What follows belongs to an exercise in optimizing a design on an open flow for small area, a short achievable clock period and few clock cycles per item; a production flow would make more cautious choices.
Only the layout flow was run in this run; the RTL was not checked for function there.

[flow/config.mk]
export PLATFORM = sky130hd
export DESIGN_NAME = cvu_contexts
export DESIGN_NICKNAME = cvu_contexts
export VERILOG_FILES = /design/flow/design.v
export SDC_FILE = /design/flow/constraint.sdc
export NUM_CORES = 4
export LEC_CHECK = 0
export CAP_MARGIN = 20
export CORE_MARGIN = 2
export CORE_UTILIZATION = 45
export CTS_BUF_LIST = sky130_fd_sc_hd__clkbuf_16
export CTS_CLUSTER_DIAMETER = 60
export CTS_CLUSTER_SIZE = 30
export PLACE_DENSITY = 0.6
export SETUP_SLACK_MARGIN = 5.0
export SLEW_MARGIN = 20
[flow/constraint.sdc]
create_clock -name core_clock -period 8.0 [get_ports {clk}]
set_input_delay 1.6000 -clock core_clock [delete_from_list [all_inputs] [get_ports {clk}]]
set_output_delay 1.6000 -clock core_clock [all_outputs]
set_load 0.01 [all_outputs]
[flow/design.v]
module cvu_contexts (
    input  wire        clk,
    input  wire        rst,
    input  wire        req_valid,
    output wire        req_ready,
    input  wire        req_write,
    input  wire [7:0]  req_waddr,
    input  wire [31:0] req_wdata,
    input  wire [3:0]  req_be,
    output wire        rsp_valid,
    output wire [31:0] rsp_rdata
);
    localparam [2:0] R_CFG    = 3'd0;
    localparam [2:0] R_CMD    = 3'd1;
    localparam [2:0] R_FEED   = 3'd2;
    localparam [2:0] R_STATE  = 3'd3;
    localparam [2:0] R_RESULT = 3'd4;
    localparam [2:0] R_COUNT  = 3'd5;
    localparam [1:0] ALG_CRC32  = 2'd1;
    localparam [1:0] ALG_CRC16  = 2'd2;
    function [31:0] f_c32c_1;
        input [31:0] s;
        input [7:0] b;
        input [7:0] c;
        begin
            f_c32c_1[0] = b[0] ^ b[1] ^ b[2] ^ b[3] ^ b[4] ^ s[0] ^ s[1] ^ s[2] ^ s[3] ^ s[4] ^ s[8];
            f_c32c_1[1] = b[0] ^ b[1] ^ b[2] ^ b[3] ^ b[4] ^ b[5] ^ s[0] ^ s[1] ^ s[2] ^ s[3] ^ s[4] ^ s[5] ^ s[9];
            f_c32c_1[2] = b[1] ^ b[2] ^ b[3] ^ b[4] ^ b[5] ^ b[6] ^ s[1] ^ s[2] ^ s[3] ^ s[4] ^ s[5] ^ s[6] ^ s[10];
            f_c32c_1[3] = b[2] ^ b[3] ^ b[4] ^ b[5] ^ b[6] ^ b[7] ^ s[2] ^ s[3] ^ s[4] ^ s[5] ^ s[6] ^ s[7] ^ s[11];
            f_c32c_1[4] = b[1] ^ b[2] ^ b[5] ^ b[6] ^ b[7] ^ s[1] ^ s[2] ^ s[5] ^ s[6] ^ s[7] ^ s[12];
            f_c32c_1[5] = b[1] ^ b[4] ^ b[6] ^ b[7] ^ s[1] ^ s[4] ^ s[6] ^ s[7] ^ s[13];
            f_c32c_1[6] = b[1] ^ b[3] ^ b[4] ^ b[5] ^ b[7] ^ s[1] ^ s[3] ^ s[4] ^ s[5] ^ s[7] ^ s[14];
            f_c32c_1[7] = b[1] ^ b[3] ^ b[5] ^ b[6] ^ s[1] ^ s[3] ^ s[5] ^ s[6] ^ s[15];
            f_c32c_1[8] = b[0] ^ b[2] ^ b[4] ^ b[6] ^ b[7] ^ s[0] ^ s[2] ^ s[4] ^ s[6] ^ s[7] ^ s[16];
            f_c32c_1[9] = b[0] ^ b[2] ^ b[4] ^ b[5] ^ b[7] ^ s[0] ^ s[2] ^ s[4] ^ s[5] ^ s[7] ^ s[17];
            f_c32c_1[10] = b[2] ^ b[4] ^ b[5] ^ b[6] ^ s[2] ^ s[4] ^ s[5] ^ s[6] ^ s[18];
            f_c32c_1[11] = b[3] ^ b[5] ^ b[6] ^ b[7] ^ s[3] ^ s[5] ^ s[6] ^ s[7] ^ s[19];
            f_c32c_1[12] = b[1] ^ b[2] ^ b[3] ^ b[6] ^ b[7] ^ s[1] ^ s[2] ^ s[3] ^ s[6] ^ s[7] ^ s[20];
            f_c32c_1[13] = b[1] ^ b[7] ^ s[1] ^ s[7] ^ s[21];
            f_c32c_1[14] = b[1] ^ b[3] ^ b[4] ^ s[1] ^ s[3] ^ s[4] ^ s[22];
            f_c32c_1[15] = b[0] ^ b[2] ^ b[4] ^ b[5] ^ s[0] ^ s[2] ^ s[4] ^ s[5] ^ s[23];
            f_c32c_1[16] = b[0] ^ b[1] ^ b[3] ^ b[5] ^ b[6] ^ s[0] ^ s[1] ^ s[3] ^ s[5] ^ s[6] ^ s[24];
            f_c32c_1[17] = b[0] ^ b[1] ^ b[2] ^ b[4] ^ b[6] ^ b[7] ^ s[0] ^ s[1] ^ s[2] ^ s[4] ^ s[6] ^ s[7] ^ s[25];
            f_c32c_1[18] = b[4] ^ b[5] ^ b[7] ^ s[4] ^ s[5] ^ s[7] ^ s[26];
            f_c32c_1[19] = b[0] ^ b[1] ^ b[2] ^ b[3] ^ b[4] ^ b[5] ^ b[6] ^ s[0] ^ s[1] ^ s[2] ^ s[3] ^ s[4] ^ s[5] ^ s[6] ^ s[27];
            f_c32c_1[20] = b[1] ^ b[2] ^ b[3] ^ b[4] ^ b[5] ^ b[6] ^ b[7] ^ s[1] ^ s[2] ^ s[3] ^ s[4] ^ s[5] ^ s[6] ^ s[7] ^ s[28];
            f_c32c_1[21] = b[0] ^ b[1] ^ b[5] ^ b[6] ^ b[7] ^ s[0] ^ s[1] ^ s[5] ^ s[6] ^ s[7] ^ s[29];
            f_c32c_1[22] = b[0] ^ b[3] ^ b[4] ^ b[6] ^ b[7] ^ s[0] ^ s[3] ^ s[4] ^ s[6] ^ s[7] ^ s[30];
            f_c32c_1[23] = b[2] ^ b[3] ^ b[5] ^ b[7] ^ s[2] ^ s[3] ^ s[5] ^ s[7] ^ s[31];
            f_c32c_1[24] = b[1] ^ b[2] ^ b[6] ^ s[1] ^ s[2] ^ s[6];
            f_c32c_1[25] = b[0] ^ b[2] ^ b[3] ^ b[7] ^ s[0] ^ s[2] ^ s[3] ^ s[7];
            f_c32c_1[26] = b[2] ^ s[2];
            f_c32c_1[27] = b[3] ^ s[3];
            f_c32c_1[28] = b[0] ^ b[4] ^ s[0] ^ s[4];
            f_c32c_1[29] = b[0] ^ b[1] ^ b[5] ^ s[0] ^ s[1] ^ s[5];
            f_c32c_1[30] = b[0] ^ b[1] ^ b[2] ^ b[6] ^ s[0] ^ s[1] ^ s[2] ^ s[6];
            f_c32c_1[31] = b[0] ^ b[1] ^ b[2] ^ b[3] ^ b[7] ^ s[0] ^ s[1] ^ s[2] ^ s[3] ^ s[7];
        end
    endfunction
    function [31:0] f_c32c_2;
        input [31:0] s;
        input [7:0] b;
        input [7:0] c;
        begin
            f_c32c_2[0] = b[0] ^ b[4] ^ b[7] ^ c[0] ^ c[1] ^ c[2] ^ c[3] ^ c[4] ^ s[0] ^ s[4] ^ s[7] ^ s[8] ^ s[9] ^ s[10] ^ s[11] ^ s[12] ^ s[16];
            f_c32c_2[1] = b[0] ^ b[1] ^ b[5] ^ c[0] ^ c[1] ^ c[2] ^ c[3] ^ c[4] ^ c[5] ^ s[0] ^ s[1] ^ s[5] ^ s[8] ^ s[9] ^ s[10] ^ s[11] ^ s[12] ^ s[13] ^ s[17];
            f_c32c_2[2] = b[0] ^ b[1] ^ b[2] ^ b[6] ^ c[1] ^ c[2] ^ c[3] ^ c[4] ^ c[5] ^ c[6] ^ s[0] ^ s[1] ^ s[2] ^ s[6] ^ s[9] ^ s[10] ^ s[11] ^ s[12] ^ s[13] ^ s[14] ^ s[18];
            f_c32c_2[3] = b[1] ^ b[2] ^ b[3] ^ b[7] ^ c[2] ^ c[3] ^ c[4] ^ c[5] ^ c[6] ^ c[7] ^ s[1] ^ s[2] ^ s[3] ^ s[7] ^ s[10] ^ s[11] ^ s[12] ^ s[13] ^ s[14] ^ s[15] ^ s[19];
            f_c32c_2[4] = b[0] ^ b[2] ^ b[3] ^ b[7] ^ c[1] ^ c[2] ^ c[5] ^ c[6] ^ c[7] ^ s[0] ^ s[2] ^ s[3] ^ s[7] ^ s[9] ^ s[10] ^ s[13] ^ s[14] ^ s[15] ^ s[20];
            f_c32c_2[5] = b[0] ^ b[1] ^ b[3] ^ b[7] ^ c[1] ^ c[4] ^ c[6] ^ c[7] ^ s[0] ^ s[1] ^ s[3] ^ s[7] ^ s[9] ^ s[12] ^ s[14] ^ s[15] ^ s[21];
            f_c32c_2[6] = b[0] ^ b[1] ^ b[2] ^ b[7] ^ c[1] ^ c[3] ^ c[4] ^ c[5] ^ c[7] ^ s[0] ^ s[1] ^ s[2] ^ s[7] ^ s[9] ^ s[11] ^ s[12] ^ s[13] ^ s[15] ^ s[22];
            f_c32c_2[7] = b[1] ^ b[2] ^ b[3] ^ b[4] ^ b[7] ^ c[1] ^ c[3] ^ c[5] ^ c[6] ^ s[1] ^ s[2] ^ s[3] ^ s[4] ^ s[7] ^ s[9] ^ s[11] ^ s[13] ^ s[14] ^ s[23];
            f_c32c_2[8] = b[2] ^ b[3] ^ b[4] ^ b[5] ^ c[0] ^ c[2] ^ c[4] ^ c[6] ^ c[7] ^ s[2] ^ s[3] ^ s[4] ^ s[5] ^ s[8] ^ s[10] ^ s[12] ^ s[14] ^ s[15] ^ s[24];
            f_c32c_2[9] = b[3] ^ b[5] ^ b[6] ^ b[7] ^ c[0] ^ c[2] ^ c[4] ^ c[5] ^ c[7] ^ s[3] ^ s[5] ^ s[6] ^ s[7] ^ s[8] ^ s[10] ^ s[12] ^ s[13] ^ s[15] ^ s[25];
            f_c32c_2[10] = b[6] ^ c[2] ^ c[4] ^ c[5] ^ c[6] ^ s[6] ^ s[10] ^ s[12] ^ s[13] ^ s[14] ^ s[26];
            f_c32c_2[11] = b[0] ^ b[7] ^ c[3] ^ c[5] ^ c[6] ^ c[7] ^ s[0] ^ s[7] ^ s[11] ^ s[13] ^ s[14] ^ s[15] ^ s[27];
            f_c32c_2[12] = b[0] ^ b[1] ^ b[4] ^ b[7] ^ c[1] ^ c[2] ^ c[3] ^ c[6] ^ c[7] ^ s[0] ^ s[1] ^ s[4] ^ s[7] ^ s[9] ^ s[10] ^ s[11] ^ s[14] ^ s[15] ^ s[28];
            f_c32c_2[13] = b[1] ^ b[2] ^ b[4] ^ b[5] ^ b[7] ^ c[1] ^ c[7] ^ s[1] ^ s[2] ^ s[4] ^ s[5] ^ s[7] ^ s[9] ^ s[15] ^ s[29];
            f_c32c_2[14] = b[2] ^ b[3] ^ b[4] ^ b[5] ^ b[6] ^ b[7] ^ c[1] ^ c[3] ^ c[4] ^ s[2] ^ s[3] ^ s[4] ^ s[5] ^ s[6] ^ s[7] ^ s[9] ^ s[11] ^ s[12] ^ s[30];
            f_c32c_2[15] = b[0] ^ b[3] ^ b[4] ^ b[5] ^ b[6] ^ b[7] ^ c[0] ^ c[2] ^ c[4] ^ c[5] ^ s[0] ^ s[3] ^ s[4] ^ s[5] ^ s[6] ^ s[7] ^ s[8] ^ s[10] ^ s[12] ^ s[13] ^ s[31];
            f_c32c_2[16] = b[1] ^ b[4] ^ b[5] ^ b[6] ^ b[7] ^ c[0] ^ c[1] ^ c[3] ^ c[5] ^ c[6] ^ s[1] ^ s[4] ^ s[5] ^ s[6] ^ s[7] ^ s[8] ^ s[9] ^ s[11] ^ s[13] ^ s[14];
            f_c32c_2[17] = b[0] ^ b[2] ^ b[5] ^ b[6] ^ b[7] ^ c[0] ^ c[1] ^ c[2] ^ c[4] ^ c[6] ^ c[7] ^ s[0] ^ s[2] ^ s[5] ^ s[6] ^ s[7] ^ s[8] ^ s[9] ^ s[10] ^ s[12] ^ s[14] ^ s[15];
            f_c32c_2[18] = b[1] ^ b[3] ^ b[4] ^ b[6] ^ c[4] ^ c[5] ^ c[7] ^ s[1] ^ s[3] ^ s[4] ^ s[6] ^ s[12] ^ s[13] ^ s[15];
            f_c32c_2[19] = b[2] ^ b[5] ^ c[0] ^ c[1] ^ c[2] ^ c[3] ^ c[4] ^ c[5] ^ c[6] ^ s[2] ^ s[5] ^ s[8] ^ s[9] ^ s[10] ^ s[11] ^ s[12] ^ s[13] ^ s[14];
            f_c32c_2[20] = b[3] ^ b[6] ^ c[1] ^ c[2] ^ c[3] ^ c[4] ^ c[5] ^ c[6] ^ c[7] ^ s[3] ^ s[6] ^ s[9] ^ s[10] ^ s[11] ^ s[12] ^ s[13] ^ s[14] ^ s[15];
            f_c32c_2[21] = b[0] ^ c[0] ^ c[1] ^ c[5] ^ c[6] ^ c[7] ^ s[0] ^ s[8] ^ s[9] ^ s[13] ^ s[14] ^ s[15];
            f_c32c_2[22] = b[1] ^ b[4] ^ b[7] ^ c[0] ^ c[3] ^ c[4] ^ c[6] ^ c[7] ^ s[1] ^ s[4] ^ s[7] ^ s[8] ^ s[11] ^ s[12] ^ s[14] ^ s[15];
            f_c32c_2[23] = b[0] ^ b[2] ^ b[4] ^ b[5] ^ b[7] ^ c[2] ^ c[3] ^ c[5] ^ c[7] ^ s[0] ^ s[2] ^ s[4] ^ s[5] ^ s[7] ^ s[10] ^ s[11] ^ s[13] ^ s[15];
            f_c32c_2[24] = b[0] ^ b[1] ^ b[3] ^ b[4] ^ b[5] ^ b[6] ^ b[7] ^ c[1] ^ c[2] ^ c[6] ^ s[0] ^ s[1] ^ s[3] ^ s[4] ^ s[5] ^ s[6] ^ s[7] ^ s[9] ^ s[10] ^ s[14];
            f_c32c_2[25] = b[0] ^ b[1] ^ b[2] ^ b[4] ^ b[5] ^ b[6] ^ b[7] ^ c[0] ^ c[2] ^ c[3] ^ c[7] ^ s[0] ^ s[1] ^ s[2] ^ s[4] ^ s[5] ^ s[6] ^ s[7] ^ s[8] ^ s[10] ^ s[11] ^ s[15];
            f_c32c_2[26] = b[1] ^ b[2] ^ b[3] ^ b[4] ^ b[5] ^ b[6] ^ c[2] ^ s[1] ^ s[2] ^ s[3] ^ s[4] ^ s[5] ^ s[6] ^ s[10];
            f_c32c_2[27] = b[2] ^ b[3] ^ b[4] ^ b[5] ^ b[6] ^ b[7] ^ c[3] ^ s[2] ^ s[3] ^ s[4] ^ s[5] ^ s[6] ^ s[7] ^ s[11];
            f_c32c_2[28] = b[0] ^ b[3] ^ b[4] ^ b[5] ^ b[6] ^ b[7] ^ c[0] ^ c[4] ^ s[0] ^ s[3] ^ s[4] ^ s[5] ^ s[6] ^ s[7] ^ s[8] ^ s[12];
            f_c32c_2[29] = b[1] ^ b[4] ^ b[5] ^ b[6] ^ b[7] ^ c[0] ^ c[1] ^ c[5] ^ s[1] ^ s[4] ^ s[5] ^ s[6] ^ s[7] ^ s[8] ^ s[9] ^ s[13];
            f_c32c_2[30] = b[2] ^ b[5] ^ b[6] ^ b[7] ^ c[0] ^ c[1] ^ c[2] ^ c[6] ^ s[2] ^ s[5] ^ s[6] ^ s[7] ^ s[8] ^ s[9] ^ s[10] ^ s[14];
            f_c32c_2[31] = b[3] ^ b[6] ^ b[7] ^ c[0] ^ c[1] ^ c[2] ^ c[3] ^ c[7] ^ s[3] ^ s[6] ^ s[7] ^ s[8] ^ s[9] ^ s[10] ^ s[11] ^ s[15];
        end
    endfunction
    function [31:0] f_c32_1;
        input [31:0] s;
        input [7:0] b;
        input [7:0] c;
        begin
            f_c32_1[0] = b[2] ^ s[2] ^ s[8];
            f_c32_1[1] = b[0] ^ b[3] ^ s[0] ^ s[3] ^ s[9];
            f_c32_1[2] = b[0] ^ b[1] ^ b[4] ^ s[0] ^ s[1] ^ s[4] ^ s[10];
            f_c32_1[3] = b[1] ^ b[2] ^ b[5] ^ s[1] ^ s[2] ^ s[5] ^ s[11];
            f_c32_1[4] = b[0] ^ b[2] ^ b[3] ^ b[6] ^ s[0] ^ s[2] ^ s[3] ^ s[6] ^ s[12];
            f_c32_1[5] = b[1] ^ b[3] ^ b[4] ^ b[7] ^ s[1] ^ s[3] ^ s[4] ^ s[7] ^ s[13];
            f_c32_1[6] = b[4] ^ b[5] ^ s[4] ^ s[5] ^ s[14];
            f_c32_1[7] = b[0] ^ b[5] ^ b[6] ^ s[0] ^ s[5] ^ s[6] ^ s[15];
            f_c32_1[8] = b[1] ^ b[6] ^ b[7] ^ s[1] ^ s[6] ^ s[7] ^ s[16];
            f_c32_1[9] = b[7] ^ s[7] ^ s[17];
            f_c32_1[10] = b[2] ^ s[2] ^ s[18];
            f_c32_1[11] = b[3] ^ s[3] ^ s[19];
            f_c32_1[12] = b[0] ^ b[4] ^ s[0] ^ s[4] ^ s[20];
            f_c32_1[13] = b[0] ^ b[1] ^ b[5] ^ s[0] ^ s[1] ^ s[5] ^ s[21];
            f_c32_1[14] = b[1] ^ b[2] ^ b[6] ^ s[1] ^ s[2] ^ s[6] ^ s[22];
            f_c32_1[15] = b[2] ^ b[3] ^ b[7] ^ s[2] ^ s[3] ^ s[7] ^ s[23];
            f_c32_1[16] = b[0] ^ b[2] ^ b[3] ^ b[4] ^ s[0] ^ s[2] ^ s[3] ^ s[4] ^ s[24];
            f_c32_1[17] = b[0] ^ b[1] ^ b[3] ^ b[4] ^ b[5] ^ s[0] ^ s[1] ^ s[3] ^ s[4] ^ s[5] ^ s[25];
            f_c32_1[18] = b[0] ^ b[1] ^ b[2] ^ b[4] ^ b[5] ^ b[6] ^ s[0] ^ s[1] ^ s[2] ^ s[4] ^ s[5] ^ s[6] ^ s[26];
            f_c32_1[19] = b[1] ^ b[2] ^ b[3] ^ b[5] ^ b[6] ^ b[7] ^ s[1] ^ s[2] ^ s[3] ^ s[5] ^ s[6] ^ s[7] ^ s[27];
            f_c32_1[20] = b[3] ^ b[4] ^ b[6] ^ b[7] ^ s[3] ^ s[4] ^ s[6] ^ s[7] ^ s[28];
            f_c32_1[21] = b[2] ^ b[4] ^ b[5] ^ b[7] ^ s[2] ^ s[4] ^ s[5] ^ s[7] ^ s[29];
            f_c32_1[22] = b[2] ^ b[3] ^ b[5] ^ b[6] ^ s[2] ^ s[3] ^ s[5] ^ s[6] ^ s[30];
            f_c32_1[23] = b[3] ^ b[4] ^ b[6] ^ b[7] ^ s[3] ^ s[4] ^ s[6] ^ s[7] ^ s[31];
            f_c32_1[24] = b[0] ^ b[2] ^ b[4] ^ b[5] ^ b[7] ^ s[0] ^ s[2] ^ s[4] ^ s[5] ^ s[7];
            f_c32_1[25] = b[0] ^ b[1] ^ b[2] ^ b[3] ^ b[5] ^ b[6] ^ s[0] ^ s[1] ^ s[2] ^ s[3] ^ s[5] ^ s[6];
            f_c32_1[26] = b[0] ^ b[1] ^ b[2] ^ b[3] ^ b[4] ^ b[6] ^ b[7] ^ s[0] ^ s[1] ^ s[2] ^ s[3] ^ s[4] ^ s[6] ^ s[7];
            f_c32_1[27] = b[1] ^ b[3] ^ b[4] ^ b[5] ^ b[7] ^ s[1] ^ s[3] ^ s[4] ^ s[5] ^ s[7];
            f_c32_1[28] = b[0] ^ b[4] ^ b[5] ^ b[6] ^ s[0] ^ s[4] ^ s[5] ^ s[6];
            f_c32_1[29] = b[0] ^ b[1] ^ b[5] ^ b[6] ^ b[7] ^ s[0] ^ s[1] ^ s[5] ^ s[6] ^ s[7];
            f_c32_1[30] = b[0] ^ b[1] ^ b[6] ^ b[7] ^ s[0] ^ s[1] ^ s[6] ^ s[7];
            f_c32_1[31] = b[1] ^ b[7] ^ s[1] ^ s[7];
        end
    endfunction
    function [31:0] f_c32_2;
        input [31:0] s;
        input [7:0] b;
        input [7:0] c;
        begin
            f_c32_2[0] = b[0] ^ b[4] ^ b[6] ^ b[7] ^ c[2] ^ s[0] ^ s[4] ^ s[6] ^ s[7] ^ s[10] ^ s[16];
            f_c32_2[1] = b[1] ^ b[5] ^ b[7] ^ c[0] ^ c[3] ^ s[1] ^ s[5] ^ s[7] ^ s[8] ^ s[11] ^ s[17];
            f_c32_2[2] = b[2] ^ b[6] ^ c[0] ^ c[1] ^ c[4] ^ s[2] ^ s[6] ^ s[8] ^ s[9] ^ s[12] ^ s[18];
            f_c32_2[3] = b[3] ^ b[7] ^ c[1] ^ c[2] ^ c[5] ^ s[3] ^ s[7] ^ s[9] ^ s[10] ^ s[13] ^ s[19];
            f_c32_2[4] = b[4] ^ c[0] ^ c[2] ^ c[3] ^ c[6] ^ s[4] ^ s[8] ^ s[10] ^ s[11] ^ s[14] ^ s[20];
            f_c32_2[5] = b[5] ^ c[1] ^ c[3] ^ c[4] ^ c[7] ^ s[5] ^ s[9] ^ s[11] ^ s[12] ^ s[15] ^ s[21];
            f_c32_2[6] = b[0] ^ b[4] ^ b[7] ^ c[4] ^ c[5] ^ s[0] ^ s[4] ^ s[7] ^ s[12] ^ s[13] ^ s[22];
            f_c32_2[7] = b[1] ^ b[5] ^ c[0] ^ c[5] ^ c[6] ^ s[1] ^ s[5] ^ s[8] ^ s[13] ^ s[14] ^ s[23];
            f_c32_2[8] = b[0] ^ b[2] ^ b[6] ^ c[1] ^ c[6] ^ c[7] ^ s[0] ^ s[2] ^ s[6] ^ s[9] ^ s[14] ^ s[15] ^ s[24];
            f_c32_2[9] = b[1] ^ b[3] ^ b[4] ^ b[6] ^ c[7] ^ s[1] ^ s[3] ^ s[4] ^ s[6] ^ s[15] ^ s[25];
            f_c32_2[10] = b[2] ^ b[5] ^ b[6] ^ c[2] ^ s[2] ^ s[5] ^ s[6] ^ s[10] ^ s[26];
            f_c32_2[11] = b[3] ^ b[6] ^ b[7] ^ c[3] ^ s[3] ^ s[6] ^ s[7] ^ s[11] ^ s[27];
            f_c32_2[12] = b[0] ^ b[4] ^ b[7] ^ c[0] ^ c[4] ^ s[0] ^ s[4] ^ s[7] ^ s[8] ^ s[12] ^ s[28];
            f_c32_2[13] = b[0] ^ b[1] ^ b[5] ^ c[0] ^ c[1] ^ c[5] ^ s[0] ^ s[1] ^ s[5] ^ s[8] ^ s[9] ^ s[13] ^ s[29];
            f_c32_2[14] = b[1] ^ b[2] ^ b[6] ^ c[1] ^ c[2] ^ c[6] ^ s[1] ^ s[2] ^ s[6] ^ s[9] ^ s[10] ^ s[14] ^ s[30];
            f_c32_2[15] = b[2] ^ b[3] ^ b[7] ^ c[2] ^ c[3] ^ c[7] ^ s[2] ^ s[3] ^ s[7] ^ s[10] ^ s[11] ^ s[15] ^ s[31];
            f_c32_2[16] = b[0] ^ b[3] ^ b[6] ^ b[7] ^ c[0] ^ c[2] ^ c[3] ^ c[4] ^ s[0] ^ s[3] ^ s[6] ^ s[7] ^ s[8] ^ s[10] ^ s[11] ^ s[12];
            f_c32_2[17] = b[0] ^ b[1] ^ b[4] ^ b[7] ^ c[0] ^ c[1] ^ c[3] ^ c[4] ^ c[5] ^ s[0] ^ s[1] ^ s[4] ^ s[7] ^ s[8] ^ s[9] ^ s[11] ^ s[12] ^ s[13];
            f_c32_2[18] = b[1] ^ b[2] ^ b[5] ^ c[0] ^ c[1] ^ c[2] ^ c[4] ^ c[5] ^ c[6] ^ s[1] ^ s[2] ^ s[5] ^ s[8] ^ s[9] ^ s[10] ^ s[12] ^ s[13] ^ s[14];
            f_c32_2[19] = b[0] ^ b[2] ^ b[3] ^ b[6] ^ c[1] ^ c[2] ^ c[3] ^ c[5] ^ c[6] ^ c[7] ^ s[0] ^ s[2] ^ s[3] ^ s[6] ^ s[9] ^ s[10] ^ s[11] ^ s[13] ^ s[14] ^ s[15];
            f_c32_2[20] = b[0] ^ b[1] ^ b[3] ^ b[6] ^ c[3] ^ c[4] ^ c[6] ^ c[7] ^ s[0] ^ s[1] ^ s[3] ^ s[6] ^ s[11] ^ s[12] ^ s[14] ^ s[15];
            f_c32_2[21] = b[1] ^ b[2] ^ b[6] ^ c[2] ^ c[4] ^ c[5] ^ c[7] ^ s[1] ^ s[2] ^ s[6] ^ s[10] ^ s[12] ^ s[13] ^ s[15];
            f_c32_2[22] = b[2] ^ b[3] ^ b[4] ^ b[6] ^ c[2] ^ c[3] ^ c[5] ^ c[6] ^ s[2] ^ s[3] ^ s[4] ^ s[6] ^ s[10] ^ s[11] ^ s[13] ^ s[14];
            f_c32_2[23] = b[3] ^ b[4] ^ b[5] ^ b[7] ^ c[3] ^ c[4] ^ c[6] ^ c[7] ^ s[3] ^ s[4] ^ s[5] ^ s[7] ^ s[11] ^ s[12] ^ s[14] ^ s[15];
            f_c32_2[24] = b[0] ^ b[5] ^ b[7] ^ c[0] ^ c[2] ^ c[4] ^ c[5] ^ c[7] ^ s[0] ^ s[5] ^ s[7] ^ s[8] ^ s[10] ^ s[12] ^ s[13] ^ s[15];
            f_c32_2[25] = b[1] ^ b[4] ^ b[7] ^ c[0] ^ c[1] ^ c[2] ^ c[3] ^ c[5] ^ c[6] ^ s[1] ^ s[4] ^ s[7] ^ s[8] ^ s[9] ^ s[10] ^ s[11] ^ s[13] ^ s[14];
            f_c32_2[26] = b[2] ^ b[5] ^ c[0] ^ c[1] ^ c[2] ^ c[3] ^ c[4] ^ c[6] ^ c[7] ^ s[2] ^ s[5] ^ s[8] ^ s[9] ^ s[10] ^ s[11] ^ s[12] ^ s[14] ^ s[15];
            f_c32_2[27] = b[0] ^ b[3] ^ b[4] ^ b[7] ^ c[1] ^ c[3] ^ c[4] ^ c[5] ^ c[7] ^ s[0] ^ s[3] ^ s[4] ^ s[7] ^ s[9] ^ s[11] ^ s[12] ^ s[13] ^ s[15];
            f_c32_2[28] = b[0] ^ b[1] ^ b[5] ^ b[6] ^ b[7] ^ c[0] ^ c[4] ^ c[5] ^ c[6] ^ s[0] ^ s[1] ^ s[5] ^ s[6] ^ s[7] ^ s[8] ^ s[12] ^ s[13] ^ s[14];
            f_c32_2[29] = b[1] ^ b[2] ^ b[6] ^ b[7] ^ c[0] ^ c[1] ^ c[5] ^ c[6] ^ c[7] ^ s[1] ^ s[2] ^ s[6] ^ s[7] ^ s[8] ^ s[9] ^ s[13] ^ s[14] ^ s[15];
            f_c32_2[30] = b[2] ^ b[3] ^ b[4] ^ b[6] ^ c[0] ^ c[1] ^ c[6] ^ c[7] ^ s[2] ^ s[3] ^ s[4] ^ s[6] ^ s[8] ^ s[9] ^ s[14] ^ s[15];
            f_c32_2[31] = b[3] ^ b[5] ^ b[6] ^ c[1] ^ c[7] ^ s[3] ^ s[5] ^ s[6] ^ s[9] ^ s[15];
        end
    endfunction
    function [31:0] f_c16_1;
        input [31:0] s;
        input [7:0] b;
        input [7:0] c;
        begin
            f_c16_1[0] = b[0] ^ b[4] ^ s[8] ^ s[12];
            f_c16_1[1] = b[1] ^ b[5] ^ s[9] ^ s[13];
            f_c16_1[2] = b[2] ^ b[6] ^ s[10] ^ s[14];
            f_c16_1[3] = b[3] ^ b[7] ^ s[11] ^ s[15];
            f_c16_1[4] = b[4] ^ s[12];
            f_c16_1[5] = b[0] ^ b[4] ^ b[5] ^ s[8] ^ s[12] ^ s[13];
            f_c16_1[6] = b[1] ^ b[5] ^ b[6] ^ s[9] ^ s[13] ^ s[14];
            f_c16_1[7] = b[2] ^ b[6] ^ b[7] ^ s[10] ^ s[14] ^ s[15];
            f_c16_1[8] = b[3] ^ b[7] ^ s[0] ^ s[11] ^ s[15];
            f_c16_1[9] = b[4] ^ s[1] ^ s[12];
            f_c16_1[10] = b[5] ^ s[2] ^ s[13];
            f_c16_1[11] = b[6] ^ s[3] ^ s[14];
            f_c16_1[12] = b[0] ^ b[4] ^ b[7] ^ s[4] ^ s[8] ^ s[12] ^ s[15];
            f_c16_1[13] = b[1] ^ b[5] ^ s[5] ^ s[9] ^ s[13];
            f_c16_1[14] = b[2] ^ b[6] ^ s[6] ^ s[10] ^ s[14];
            f_c16_1[15] = b[3] ^ b[7] ^ s[7] ^ s[11] ^ s[15];
            f_c16_1[16] = 1'b0;
            f_c16_1[17] = 1'b0;
            f_c16_1[18] = 1'b0;
            f_c16_1[19] = 1'b0;
            f_c16_1[20] = 1'b0;
            f_c16_1[21] = 1'b0;
            f_c16_1[22] = 1'b0;
            f_c16_1[23] = 1'b0;
            f_c16_1[24] = 1'b0;
            f_c16_1[25] = 1'b0;
            f_c16_1[26] = 1'b0;
            f_c16_1[27] = 1'b0;
            f_c16_1[28] = 1'b0;
            f_c16_1[29] = 1'b0;
            f_c16_1[30] = 1'b0;
            f_c16_1[31] = 1'b0;
        end
    endfunction
    function [31:0] f_c16_2;
        input [31:0] s;
        input [7:0] b;
        input [7:0] c;
        begin
            f_c16_2[0] = b[0] ^ b[3] ^ b[4] ^ c[0] ^ c[4] ^ s[0] ^ s[4] ^ s[8] ^ s[11] ^ s[12];
            f_c16_2[1] = b[1] ^ b[4] ^ b[5] ^ c[1] ^ c[5] ^ s[1] ^ s[5] ^ s[9] ^ s[12] ^ s[13];
            f_c16_2[2] = b[2] ^ b[5] ^ b[6] ^ c[2] ^ c[6] ^ s[2] ^ s[6] ^ s[10] ^ s[13] ^ s[14];
            f_c16_2[3] = b[3] ^ b[6] ^ b[7] ^ c[3] ^ c[7] ^ s[3] ^ s[7] ^ s[11] ^ s[14] ^ s[15];
            f_c16_2[4] = b[0] ^ b[4] ^ b[7] ^ c[4] ^ s[4] ^ s[8] ^ s[12] ^ s[15];
            f_c16_2[5] = b[0] ^ b[1] ^ b[3] ^ b[4] ^ b[5] ^ c[0] ^ c[4] ^ c[5] ^ s[0] ^ s[4] ^ s[5] ^ s[8] ^ s[9] ^ s[11] ^ s[12] ^ s[13];
            f_c16_2[6] = b[1] ^ b[2] ^ b[4] ^ b[5] ^ b[6] ^ c[1] ^ c[5] ^ c[6] ^ s[1] ^ s[5] ^ s[6] ^ s[9] ^ s[10] ^ s[12] ^ s[13] ^ s[14];
            f_c16_2[7] = b[2] ^ b[3] ^ b[5] ^ b[6] ^ b[7] ^ c[2] ^ c[6] ^ c[7] ^ s[2] ^ s[6] ^ s[7] ^ s[10] ^ s[11] ^ s[13] ^ s[14] ^ s[15];
            f_c16_2[8] = b[0] ^ b[3] ^ b[4] ^ b[6] ^ b[7] ^ c[3] ^ c[7] ^ s[3] ^ s[7] ^ s[8] ^ s[11] ^ s[12] ^ s[14] ^ s[15];
            f_c16_2[9] = b[0] ^ b[1] ^ b[4] ^ b[5] ^ b[7] ^ c[4] ^ s[4] ^ s[8] ^ s[9] ^ s[12] ^ s[13] ^ s[15];
            f_c16_2[10] = b[1] ^ b[2] ^ b[5] ^ b[6] ^ c[5] ^ s[5] ^ s[9] ^ s[10] ^ s[13] ^ s[14];
            f_c16_2[11] = b[2] ^ b[3] ^ b[6] ^ b[7] ^ c[6] ^ s[6] ^ s[10] ^ s[11] ^ s[14] ^ s[15];
            f_c16_2[12] = b[0] ^ b[7] ^ c[0] ^ c[4] ^ c[7] ^ s[0] ^ s[4] ^ s[7] ^ s[8] ^ s[15];
            f_c16_2[13] = b[0] ^ b[1] ^ c[1] ^ c[5] ^ s[1] ^ s[5] ^ s[8] ^ s[9];
            f_c16_2[14] = b[1] ^ b[2] ^ c[2] ^ c[6] ^ s[2] ^ s[6] ^ s[9] ^ s[10];
            f_c16_2[15] = b[2] ^ b[3] ^ c[3] ^ c[7] ^ s[3] ^ s[7] ^ s[10] ^ s[11];
            f_c16_2[16] = 1'b0;
            f_c16_2[17] = 1'b0;
            f_c16_2[18] = 1'b0;
            f_c16_2[19] = 1'b0;
            f_c16_2[20] = 1'b0;
            f_c16_2[21] = 1'b0;
            f_c16_2[22] = 1'b0;
            f_c16_2[23] = 1'b0;
            f_c16_2[24] = 1'b0;
            f_c16_2[25] = 1'b0;
            f_c16_2[26] = 1'b0;
            f_c16_2[27] = 1'b0;
            f_c16_2[28] = 1'b0;
            f_c16_2[29] = 1'b0;
            f_c16_2[30] = 1'b0;
            f_c16_2[31] = 1'b0;
        end
    endfunction
    function [1:0] lane_first;
        input [3:0] e;
        input       swap;
        begin
            if (!swap) lane_first = e[0] ? 2'd0 : e[1] ? 2'd1 : e[2] ? 2'd2 : 2'd3;
            else       lane_first = e[3] ? 2'd3 : e[2] ? 2'd2 : e[1] ? 2'd1 : 2'd0;
        end
    endfunction
    function [1:0] lane_second;
        input [3:0] e;
        input       swap;
        reg   [3:0] m;
        begin
            m = e & ~(4'b0001 << lane_first(e, swap));
            lane_second = lane_first(m, swap);
        end
    endfunction
    reg        stall_q;
    reg        a_v;
    reg        a_wr;
    reg        a_ctxacc;
    reg        a_dg;
    reg [3:0]  a_ctx;
    reg [15:0] a_oh;             
    reg [2:0]  a_reg;
    reg [31:0] a_wd;
    reg [3:0]  a_be;
    reg [5:0]  dg_q;
    wire acc = req_valid & ~stall_q;
    wire       in_ctxacc = req_waddr[7] ^ req_waddr[6];
    wire [3:0] in_ctx    = {req_waddr[7], req_waddr[5:3]};
    wire [2:0] in_reg    = req_waddr[2:0];
    wire in_needsc = in_ctxacc &&
                     (req_write ? (in_reg == R_FEED)
                                : (in_reg == R_STATE || in_reg == R_RESULT || in_reg == R_COUNT));
    wire a_feed = a_v && a_wr && a_ctxacc && (a_reg == R_FEED);
    always @(posedge clk) begin
        if (rst) begin
            stall_q <= 1'b0;
            a_v     <= 1'b0;
        end else begin
            stall_q <= acc && a_feed && in_needsc && (in_ctx == a_ctx);
            if (!stall_q)
                a_v <= req_valid;
        end
        if (acc) begin
            a_wr     <= req_write;
            a_ctxacc <= in_ctxacc;
            a_dg     <= (req_waddr == 8'h01);
            a_ctx    <= in_ctx;
            a_oh     <= 16'h0001 << in_ctx;
            a_reg    <= in_reg;
            a_wd     <= req_wdata;
            a_be     <= req_be;
        end
    end
    always @(posedge clk) begin
        if (rst)
            dg_q <= 6'h0;
        else if (a_v && !stall_q && a_wr && a_dg)
            dg_q <= a_wd[5:0];
    end
    wire [16*32-1:0] s_all;
    wire [16*32-1:0] cnt_all;
    wire [16*2-1:0]  alg_all;
    wire [15:0]      swap_all;
    reg        r_v;
    reg [3:0]  r_ctx;
    reg        r_feed, r_cfgw, r_init, r_stw, r_cntw, r_rd;
    reg [2:0]  r_rsel;           
    reg [31:0] r_wd;             
    reg [2:0]  r_nb;             
    reg [8:0]  r_k;              
    reg [31:0] r_s;
    reg [31:0] r_cnt;
    reg [1:0]  r_alg;
    reg        r_swap;
    reg        x_v;
    reg [3:0]  x_ctx;
    reg        x_feed, x_ws, x_wc, x_wcfg;
    reg [31:0] x_data;           
    reg [31:0] x_cnt;
    reg [1:0]  x_alg;
    reg        x_swap;
    reg [3:0]  x_k;              
    reg [15:0] x_bytes;
    reg        w_v;
    reg [3:0]  w_ctx;
    reg [15:0] w_oh;             
    reg        w_ws, w_wc, w_wcfg;
    reg [31:0] w_s;
    reg [31:0] w_cnt;
    reg [1:0]  w_alg;
    reg        w_swap;
    reg        r_usew;           
    wire [31:0] x_s_fin = ({32{x_k[0]}} & f_c32c_2(x_data, x_bytes[7:0], x_bytes[15:8])) |
                          ({32{x_k[1]}} & f_c32_2(x_data, x_bytes[7:0], x_bytes[15:8]))  |
                          ({32{x_k[2]}} & f_c16_2(x_data, x_bytes[7:0], x_bytes[15:8]))  |
                          ({32{x_k[3]}} & x_data);
    wire        r_16 = (r_alg == ALG_CRC16);
    wire [31:0] r_sv    = r_usew ? w_s : r_s;
    wire [31:0] r_s_simple = r_init ? (r_16 ? 32'h0000FFFF : 32'hFFFFFFFF)
                                    : (r_16 ? {16'h0, r_wd[15:0]} : r_wd);
    wire [31:0] r_cnt_simple = r_init ? 32'h0 : r_wd;
    reg [31:0] r_rdata;
    always @(*) begin
        case (r_rsel)
            R_CFG:    r_rdata = {27'h0, r_swap, 2'b00, r_alg};
            R_STATE:  r_rdata = r_16 ? {16'h0, r_sv[15:0]} : r_sv;
            R_RESULT: r_rdata = r_16 ? {16'h0, r_sv[15:0]} : ~r_sv;
            R_COUNT:  r_rdata = r_cnt;
            3'd6:     r_rdata = r_wd;
            default:  r_rdata = 32'h0;
        endcase
    end
    reg [31:0] rf_s, rf_cnt;
    reg [1:0]  rf_alg;
    reg        rf_swap;
    wire [15:0] sel_s = a_oh & vs_q;
    wire [15:0] sel_c = a_oh & vc_q;
    wire [15:0] sel_g = a_oh & vg_q;
    integer k;
    always @(*) begin
        rf_s = 32'h0; rf_cnt = 32'h0; rf_alg = 2'h0; rf_swap = 1'b0;
        for (k = 0; k < 16; k = k + 1) begin
            rf_s    = rf_s    | (s_all[32*k +: 32]   & {32{sel_s[k]}});
            rf_cnt  = rf_cnt  | (cnt_all[32*k +: 32] & {32{sel_c[k]}});
            rf_alg  = rf_alg  | (alg_all[2*k +: 2]   & {2{sel_g[k]}});
            rf_swap = rf_swap | (swap_all[k] & sel_g[k]);
        end
    end
    reg hit_r, hit_x, hit_w;
    always @(posedge clk) begin
        if (rst) begin
            hit_r <= 1'b0;
            hit_x <= 1'b0;
            hit_w <= 1'b0;
        end else if (stall_q) begin
            hit_r <= 1'b0;
            hit_x <= hit_r;
            hit_w <= hit_x;
        end else begin
            hit_r <= a_v && (a_ctx == in_ctx);
            hit_x <= r_v && (r_ctx == in_ctx);
            hit_w <= x_v && (x_ctx == in_ctx);
        end
    end
    wire hit_rs = hit_r && (r_init || r_stw);
    wire a_usew = !hit_rs && hit_x && x_ws && x_feed;
    wire [31:0] a_s = hit_rs           ? r_s_simple :
                      (hit_x && x_ws)  ? x_data     :
                      (hit_w && w_ws)  ? w_s        : rf_s;
    wire [31:0] a_cnt = (hit_r && (r_init || r_cntw)) ? r_cnt_simple :
                        (hit_x && x_wc)               ? x_cnt        :
                        (hit_w && w_wc)               ? w_cnt        : rf_cnt;
    wire [1:0]  a_alg = (hit_r && r_cfgw) ? r_wd[1:0] :
                        (hit_x && x_wcfg) ? x_alg     :
                        (hit_w && w_wcfg) ? w_alg     : rf_alg;
    wire        a_swap = (hit_r && r_cfgw) ? r_wd[4] :
                         (hit_x && x_wcfg) ? x_swap  :
                         (hit_w && w_wcfg) ? w_swap  : rf_swap;
    wire [1:0] a_l0f = lane_first(a_be, 1'b0),  a_l1f = lane_first(a_be, 1'b1);
    wire [1:0] a_l0s = lane_second(a_be, 1'b0), a_l1s = lane_second(a_be, 1'b1);
    wire [1:0] a_l0l = lane_first(a_be, 1'b1),  a_l1l = lane_first(a_be, 1'b0);
    wire       a_all = &a_be;
    wire [1:0] a_lf  = a_swap ? a_l1f : a_l0f;
    wire [1:0] a_ls  = a_swap ? a_l1s : a_l0s;
    wire [1:0] a_ll  = a_swap ? a_l1l : a_l0l;
    wire [1:0] a_lx  = a_all ? (a_swap ? 2'd1 : 2'd2) : a_ls;
    wire [31:0] a_pack = {a_wd[8*a_ll +: 8], a_wd[8*a_lx +: 8], a_wd[8*a_ls +: 8], a_wd[8*a_lf +: 8]};
    wire a_ok  = a_v && !stall_q;
    wire a_cw  = a_wr && a_ctxacc;
    wire       a_feedop = a_cw && (a_reg == R_FEED);
    wire [2:0] a_nb  = {2'b00, a_be[0]} + {2'b00, a_be[1]} + {2'b00, a_be[2]} + {2'b00, a_be[3]};
    wire       a_one = a_nb[0];
    wire       a_two = !a_nb[0] && (a_nb[2] || a_nb[1]);
    wire       a_c32  = (a_alg == ALG_CRC32);
    wire       a_c16  = (a_alg == ALG_CRC16);
    wire       a_c32c = !a_c32 && !a_c16;
    always @(posedge clk) begin
        if (rst)
            r_v <= 1'b0;
        else
            r_v <= a_ok;
        r_ctx  <= a_ctx;
        r_feed <= a_cw && (a_reg == R_FEED);
        r_cfgw <= a_cw && (a_reg == R_CFG);
        r_init <= a_cw && (a_reg == R_CMD) && a_wd[0];
        r_stw  <= a_cw && (a_reg == R_STATE);
        r_cntw <= a_cw && (a_reg == R_COUNT);
        r_rd   <= !a_wr;
        r_rsel <= a_dg ? 3'd6 : a_ctxacc ? ((a_reg[2:1] == 2'b11) ? 3'd7 : a_reg) : 3'd7;
        r_wd   <= (a_dg && !a_wr)             ? {26'h0, dg_q} :
                  (a_cw && (a_reg == R_FEED)) ? a_pack :
                                                a_wd;
        r_nb   <= a_nb;
        r_k[0] <= a_feedop && a_one && a_c32c;
        r_k[1] <= a_feedop && a_one && a_c32;
        r_k[2] <= a_feedop && a_one && a_c16;
        r_k[3] <= a_feedop && a_two && a_c32c;
        r_k[4] <= a_feedop && a_two && a_c32;
        r_k[5] <= a_feedop && a_two && a_c16;
        r_k[6] <= a_feedop && (a_nb == 3'd0);
        r_k[7] <= !a_wr;
        r_k[8] <= a_wr && !a_feedop;
        r_s    <= a_s;
        r_cnt  <= a_cnt;
        r_alg  <= a_alg;
        r_swap <= a_swap;
        r_usew <= a_usew;
    end
    wire x_two_n = r_feed && (r_nb[2] || (r_nb[1] && r_nb[0]));
    always @(posedge clk) begin
        if (rst)
            x_v <= 1'b0;
        else
            x_v <= r_v;
        x_ctx  <= r_ctx;
        x_feed <= r_feed;
        x_ws   <= r_v && (r_feed || r_init || r_stw);
        x_wc   <= r_v && (r_feed || r_init || r_cntw);
        x_wcfg <= r_v && r_cfgw;
        x_data <= ({32{r_k[0]}} & f_c32c_1(r_sv, r_wd[7:0], 8'h0))        |
                  ({32{r_k[1]}} & f_c32_1(r_sv, r_wd[7:0], 8'h0))         |
                  ({32{r_k[2]}} & f_c16_1(r_sv, r_wd[7:0], 8'h0))         |
                  ({32{r_k[3]}} & f_c32c_2(r_sv, r_wd[7:0], r_wd[15:8])) |
                  ({32{r_k[4]}} & f_c32_2(r_sv, r_wd[7:0], r_wd[15:8]))  |
                  ({32{r_k[5]}} & f_c16_2(r_sv, r_wd[7:0], r_wd[15:8]))  |
                  ({32{r_k[6]}} & r_sv)                                  |
                  ({32{r_k[7]}} & r_rdata)                               |
                  ({32{r_k[8]}} & r_s_simple);
        x_cnt  <= r_feed ? r_cnt + {29'h0, r_nb} : r_cnt_simple;
        x_alg  <= r_cfgw ? r_wd[1:0] : r_alg;
        x_swap <= r_wd[4];
        x_k[0]  <= x_two_n && (r_alg != ALG_CRC32) && (r_alg != ALG_CRC16);
        x_k[1]  <= x_two_n && (r_alg == ALG_CRC32);
        x_k[2]  <= x_two_n && (r_alg == ALG_CRC16);
        x_k[3]  <= !x_two_n;
        x_bytes <= r_wd[31:16];
    end
    always @(posedge clk) begin
        if (rst) begin
            w_v  <= 1'b0;
            w_oh <= 16'h0;
        end else begin
            w_v  <= x_v;
            w_oh <= x_v ? (16'h0001 << x_ctx) : 16'h0;
        end
        w_ctx  <= x_ctx;
        w_ws   <= x_ws;
        w_wc   <= x_wc;
        w_wcfg <= x_wcfg;
        w_s    <= x_s_fin;
        w_cnt  <= x_cnt;
        w_alg  <= x_alg;
        w_swap <= x_swap;
    end
    reg [15:0] vs_q, vc_q, vg_q;
    always @(posedge clk) begin
        if (rst) begin
            vs_q <= 16'h0;
            vc_q <= 16'h0;
            vg_q <= 16'h0;
        end else begin
            vs_q <= vs_q | (w_oh & {16{w_ws}});
            vc_q <= vc_q | (w_oh & {16{w_wc}});
            vg_q <= vg_q | (w_oh & {16{w_wcfg}});
        end
    end
    genvar c;
    generate
        for (c = 0; c < 16; c = c + 1) begin : g_ctx
            reg [31:0] s_q;
            reg [31:0] cnt_q;
            reg [1:0]  alg_q;
            reg        swap_q;
            assign s_all[32*c +: 32]   = s_q;
            assign cnt_all[32*c +: 32] = cnt_q;
            assign alg_all[2*c +: 2]   = alg_q;
            assign swap_all[c]         = swap_q;
            always @(posedge clk) begin
                if (w_oh[c] && w_ws)
                    s_q <= w_s;
                if (w_oh[c] && w_wc)
                    cnt_q <= w_cnt;
                if (w_oh[c] && w_wcfg) begin
                    alg_q  <= w_alg;
                    swap_q <= w_swap;
                end
            end
        end
    endgenerate
    assign req_ready = ~stall_q;
    assign rsp_valid = x_v;
    assign rsp_rdata = x_data;
endmodule
[flow/run.sh]
#!/bin/bash
# synth_recipe.tcl (not shown) runs the flow's synth.tcl, then flattens the netlist and writes it again
# the make line also repeats each setting of config.mk as NAME=value (left out here)
make -C /OpenROAD-flow-scripts/flow DESIGN_CONFIG=/design/flow/config.mk WORK_HOME=/design/flow/orfs CLKGATE_MAP_FILE= SYNTH_SCRIPT=/design/flow/synth_recipe.tcl finish
==> out/qor.yml <==
synth_edf_count: 1134
cts_num_sinks: 1500
setup_ws_ns: 4.86
drtAntennaViolNets: 0
finalWeightedCongestion: 1.05
fin_crit_sh_pct: 39.2
maxCapViolations: 0
grt_pass1_vias: 43900
synth.net_count: 5189
num_rows: 141
cts_max_level: 3
use_met1_pct: 44.2
synth_seq_area_share_pct: 61.8
hold_viol: 0
vdd_drop_max_mv: 0.278
insertion_delay_ns: 0.80
grtUsageTotal_pct: 32.3
dieArea_mm2: 0.152
core_mm2: 0.148
drc: 0
synth_commonest_cells: "1134 x edfxtp_1, 820 x xnor2_1, 366 x dfxtp_1"
use_met3_pct: 8.33
grt_antenna_before_repair: 13
setup_violations: 0
reg2reg_from: "x_bytes[9]"
drv_slew: 0
synth_flop_cell: "edfxtp_1"
synth_warnings: 1
min_period_ns: 3.14
drtIter0Drc: 7249
numPortBuffers: 81
status: "timing/DRC/antenna clean"
crit_arrival_ns: 3.70
power_mw: 20.8
synth_cell_types: 87
rsz0062_at_grt: "yes"
place_hpwl_um: 153000
worstMarginPinSlew_ns: 1.08
yosysMostFrequentCell: "edfxtp_1"
worstSetupPathType: "register to register"
pin_count: 82
wl_per_cell_um: 34.2
max_slew_margin_pct: 27.2
dr.pass1.iters: 8
synthCells: 5127
nets: 5357
clock_skew_ns: 0.0854
grt_busiest_layer: "met2"
ys_ff_latch: 1500
path_max_fanout: 9
ys_async_sr_fraction_pct: 0
netlist.area_leader.share_pct: 50.8
wl_um: 251000
whs_path_depth: 0
synth_area_leader_cell: "edfxtp_1"
grtUsageMet2_pct: 46.8
reg2reg_setup_slack_ns: 4.86
cts_buffers: 105
hold_class: "register to register"
vias_per_cell: 6.42
cp.required_ns: 8.57
clkSlewWorstSetupHoldPaths_ns: 0.08
timing.rr.end: "w_s[5]"
clk_path_buf_depth: 3
num_vias: 47100
synthTopCellsByArea: "edfxtp_1 51%, dfxtp_1 11%, xnor2_1 11%, xor2_1 3.2%, a22oi_1 2.7%"
syn2layout_area_growth_pct: 14.7
cts-hold-fix-buffers: 0
gr-total-overflow: 0
drive_gt1_share_pct: 15.9
grt_first_pass_wirelength_um: 346000
start_util_pct: 45.3
syn-cell-area_mm2: 0.0670
worstRegToRegCells: 6
min_to: "w_swap"
fp.dieW_um: 390
max_clock_freq_mhz: 319
cts_tree: "done"
fin_tns_setup_ns: 0
die_y_um: 390
post-place-ws_ns: 3.77
power_density_mw_per_mm2: 271
cp-end-kind: "register"
min-delay-start: "x_swap"
root_buffer: "clkbuf_16"
syn_avg_cell_area_um2: 13.1
largestRegisters: "g_ctx.cnt_q (512), g_ctx.s_q (512)"
grt_max_degree: 66
start_kind: "register"
fin_hold_ws_ns: 0.347
leakagePower_nw: 25.3
## routing by layer
layer	routed length, um	vias up	part of all wire [%]
li1	-	19700	-
met1	99200	23700	40
met2	107000	2962	43
met3	28100	659	11
met4	15800	16	6.3
met5	330	-	0.13
## area by class of cell
cell class | count | area [um2]
Fill cell | 12600 | 71000
Sequential cell | 1500 | 41500
Multi-Input combinational cell | 3224 | 25200
Timing Repair Buffer | 399 | 3490
Clock buffer | 106 | 2650
Tap cell | 1930 | 2410
Clock inverter | 94 | 1310
Inverter | 65 | 255
Antenna cell | 12 | 30.0
## worst max-delay path, cell delays in order (launching register included)
cell	delay [ns]
dfxtp_1	0.85
xnor2_1	0.29
xor2_1	0.57
xnor2_1	0.22
xor2_1	0.19
xnor2_1	0.14
o21ai_1	0.71
## report_power, final
part           internal (mW)  total (mW)  switching (mW)
clock                   2.86        6.07            3.20
combinational           2.39        5.53            3.14
sequential              8.73        9.26           0.526
total                   14.0        20.8            6.87
## cell families after synthesis
family                   Yosys count  share of synthesized area [%]
XOR/XNOR                        1093                           14.8
AND/OR/NAND/NOR                  885                           6.46
buffers and inverters            403                           2.34
flip-flops                      1500                           61.8
AO/OA/AOI/OAI                   1148                           12.8
multiplexers                      83                           1.46
adder cells (fa/ha/maj)           15                          0.299
## cells in the final DEF (no fill, tap or decap), types with 58 or more instances in the layout
master / n
edfxtp_1: 1134
xnor2_1: 778
dfxtp_1: 304
buf_4: 277
nor2_1: 255
a22oi_1: 237
xor2_1: 223
nand2_1: 201
a221oi_1: 187
a22o_1: 157
o21ai_0: 116
nand4_1: 109
clkbuf_16: 106
a21oi_1: 100
o211ai_1: 71
and2_2: 65
inv_1: 63
and3_1: 59
a31oi_1: 58
## how the worst max path moves through the flow
| stage | start | end | slack, ns |
|---|---|---|---|
| 6_report | x_bytes[9] | w_s[5] | 4.86 |
| 5_1_grt | r_usew | x_data[15] | 4.87 |
| 4_1_cts | r_wd[3] | x_data[15] | 4.81 |
| 3_5_place_dp | r_usew | x_data[15] | 3.77 |
| 3_3_place_gp | r_usew | x_data[15] | 3.82 |
| 2_1_floorplan | req_valid | stall_q | 4.99 |
## through the flow
step | area [um2] | util [%] | std cells
after global placement | 70400 | 47.6 | 6976
final | 76900 | 52.0 | 7330
after global routing | 76800 | 52.0 | 7318
after CTS | 76000 | 51.4 | 7280
after floorplan | 67000 | - | 5127
after detailed placement | 70400 | 47.6 | 6976
## timing repair
action / 4_1_cts / 5_1_grt
gates resized for setup: 329 / 81
setup buffers: 104 / 38
gates cloned: 0 / 0
pin swaps: 20 / 24
setup endpoints to repair: 124 / 74

## static timing again, ports no longer ideal
The flow's constraints put no driver on any port. The routed layout listed below was extracted and timed again, unchanged, in two steps. Step 1 sets driving cells, clkbuf_16 on the clock port and buf_2 on the other inputs (assumed; they add their load-dependent delay and slew). Step 2 adds t to the input delays and takes it off the output delays; t is the mean of the earliest and latest rising clock arrival at the registers after step 1. Input paths then give back, and output paths get back, about the clock's delay inside the block. a / b / c = ideal ports / drivers / drivers and shift; a / b = the first two.
t, ns: 0.840
slack for setup (ns): 4.865 / 4.865 / 4.252
latest minus earliest clock arrival (ns): 0.097 / 0.097
After both steps setup and hold are still met in this run. For this run, drivers alone change the setup slack by 0.000 ns; drivers and shift together by -0.613 ns.
